Source: an optimization exercise on an open RTL-to-GDS flow (aim: small area, a short achievable clock period and few clock cycles per item). Production flows keep margins and buffers that such runs may drop. Where RTL was checked, it was by simulation tests only, not by an equivalence proof against the original. Power figures rest on the tool's default switching activity, not on a simulated workload.

Setup of S:
## ras_strip_enc
module ras_strip_enc #(
    parameter MAXW = 32                  
) (
    input  wire        clk,
    input  wire        rst,              
    input  wire        in_valid,
    output wire        in_ready,
    input  wire [15:0] in_data,          
    input  wire        in_sof,           
    input  wire        in_eof,           
    input  wire [4:0]  cfg_depth,        
    input  wire        cfg_mosaic,       
    input  wire [5:0]  cfg_width,        
    output wire        out_valid,
    input  wire        out_ready,
    output wire [7:0]  out_data,
    output wire        out_last          
);
    localparam ESC = 24;
    reg         adv;                     
    reg         fresh;                   
    reg         rdy;                     
    assign in_ready = rdy;
    always @(posedge clk)
        fresh <= rst;
    integer i;
    reg         v1;
    reg [15:0]  x1r;                     
    reg         sof1, eof1;
    reg [4:0]   depth1;
    reg         mos1;
    reg [5:0]   w1;
    reg [7:0]   hmask1;                  
    reg [5:0]   col1;
    reg [1:0]   row1;                    
    reg         odd1;
  ...
Size in the first run: about 7600 cells after synthesis, ~3200 flip-flops, about 45 I/O pins.
==> flow/config.mk <==
export PLATFORM = sky130hd
export DESIGN_NAME = ras_strip_enc
export DESIGN_NICKNAME = ras_strip_enc
export VERILOG_FILES = /design/flow/design.v
export SDC_FILE = /design/flow/constraint.sdc
export NUM_CORES = 8
export LEC_CHECK = 0
export CAP_MARGIN = 30
export CORE_MARGIN = 2
export CORE_UTILIZATION = 40
export CTS_BUF_LIST = sky130_fd_sc_hd__clkbuf_4 sky130_fd_sc_hd__clkbuf_8 sky130_fd_sc_hd__clkbuf_16
export CTS_CLUSTER_DIAMETER = 80
export CTS_CLUSTER_SIZE = 25
export SLEW_MARGIN = 40
==> flow/constraint.sdc <==
create_clock -name core_clock -period 18.0 [get_ports {clk}]
set_input_delay 3.6000 -clock core_clock [delete_from_list [all_inputs] [get_ports {clk}]]
set_output_delay 3.6000 -clock core_clock [all_outputs]
set_load 0.01 [all_outputs]
standard.sh (not shown) runs the stock make flow with config.mk's settings and CLKGATE_MAP_FILE= SYNTH_SCRIPT=/design/flow/synth_recipe.tcl, a recipe that flattens the netlist after the stock synthesis.
==> flow/flow/run.sh <==
#!/bin/bash
# The standard layout (standard.sh: the standard flow's synthesis and ORFS flow, all
# steps), with one change to how it is made: the buffers that ORFS puts on
# every input and output port are buf_4 cells (BUFFER_PORTS_ARGS).
# Each step's output goes to a log file of its own in this folder.
set -euo pipefail
export BUFFER_PORTS_ARGS="-buffer_cell sky130_fd_sc_hd__buf_4"
bash standard.sh synth > synth.log 2>&1
bash standard.sh floorplan > floorplan.log 2>&1
bash standard.sh place > place.log 2>&1
bash standard.sh cts > cts.log 2>&1
bash standard.sh route > route.log 2>&1
bash standard.sh finish > finish.log 2>&1
## Diff of input files: Q against S
-- flow/design.v --
<<< S, line 215
    reg [5:0]   ctx3;
    reg [4:0]   depth3;
    wire        new3    = (n3 == 6'd0);
    wire [21:0] a3e     = new3 ? (22'd1 << (depth3 - 5'd6)) - 22'd1 : a3;
    wire [5:0]  n3e     = new3 ? 6'd1 : n3;
    wire [22:0] asum3   = {1'b0, a3e} + {7'd0, m3};
    wire [21:0] anew3   = half3 ? asum3[22:1] : asum3[21:0];
    wire [5:0]  nnew3   = half3 ? 6'd32 : n3e + 6'd1;
    wire        clr3    = adv && v2 && sof2;
    wire [5:0]  nwr3    = nnew3 & {6{!clr3}};
    wire        fwd2    = v3 && !sof2 && (ctx3 == ctx2);
    wire [21:0] ard2    = fwd2 ? anew3 : rda2;
    wire [5:0]  nrd2    = fwd2 ? nnew3 : (sof2 ? 6'd0 : rdn2);
    always @(posedge clk) begin
        if (rst)
>>> Q, line 215
    reg [5:0]   ctx3;
    reg [4:0]   depth3;
    wire [22:0] asum3   = {1'b0, a3} + {7'd0, m3};
    wire [21:0] anew3   = half3 ? asum3[22:1] : asum3[21:0];
    wire [5:0]  nnew3   = half3 ? 6'd32 : n3 + 6'd1;
    wire        clr3    = adv && v2 && sof2;
    wire [5:0]  nwr3    = nnew3 & {6{!clr3}};
    wire        fwd2    = v3 && !sof2 && (ctx3 == ctx2);
    wire        hit2    = (rdn2 != 6'd0) && !sof2;
    wire [21:0] ainit2  = (22'd1 << (depth2 - 5'd6)) - 22'd1;
    wire [21:0] ard2    = fwd2 ? anew3 : (hit2 ? rda2 : ainit2);
    wire [5:0]  nrd2    = fwd2 ? nnew3 : (hit2 ? rdn2 : 6'd1);
    always @(posedge clk) begin
        if (rst)
<<< S, line 250
    always @(*) begin
        for (i = 0; i < 16; i = i + 1) begin
            lo3   = a3e >> i;
            t3[i] = (i < depth3) && ((a3e >> (i + 6)) != 0 || lo3 >= n3e);
        end
    end
>>> Q, line 249
    always @(*) begin
        for (i = 0; i < 16; i = i + 1) begin
            lo3   = a3 >> i;
            t3[i] = (i < depth3) && ((a3 >> (i + 6)) != 0 || lo3 >= n3);
        end
    end
Results
The flow did not stop early for Q: all stages ran, and the layout cleared the timing, DRC and antenna checks. Summary of the comparison: total die area is higher in Q, relative to S. Between Q and S, it is Q whose synthesized cell count is higher, by 369. Compared to S, Q has worst setup slack 2270 ps higher. Fmax | Q vs S | Q faster. Diff S -> Q: layout overhead on the synthesized area roughly the same, total power lower, share of the synthesized area in compound gates (AO/OA/AOI/OAI) lower. Q against S: sequential fraction of total cell area now smaller; utilization comparable; number of buffers created by CTS now larger.
Testbench counts of Q, summed over its fixed seeds: cycles 136,400, items 127,122.
The RTL of S was laid out without a check of its function.

==> port drivers added, routing unchanged <==
Ports are ideal in the flow. The routed layouts listed here were re-timed in OpenROAD.
Step 1, drivers: a clkbuf_16 drives clk and a buf_2 each remaining input, both assumed.
Step 2 also shifts input and output timing later by t, the mid clock arrival at the registers, as if the neighbouring blocks saw the same clock.
Slacks: no drivers / after step 1 / after step 2; pairs: no drivers / after step 1.
| run | t, ns | setup WS [ns] | hold slack, ns | worst setup path at the end |
|---|---|---|---|---|
| S | 0.980 | 10.651 / 10.651 / 10.651 | 0.374 / 0.374 / 0.374 | register to register |
| Q | 0.976 | 12.916 / 12.819 / 12.530 | 0.384 / 0.384 / 0.384 | input to register |
After both steps setup and hold are still met in every run listed. For Q, which loses most, drivers alone change the setup slack by -0.097 ns; drivers and shift together by -0.386 ns.
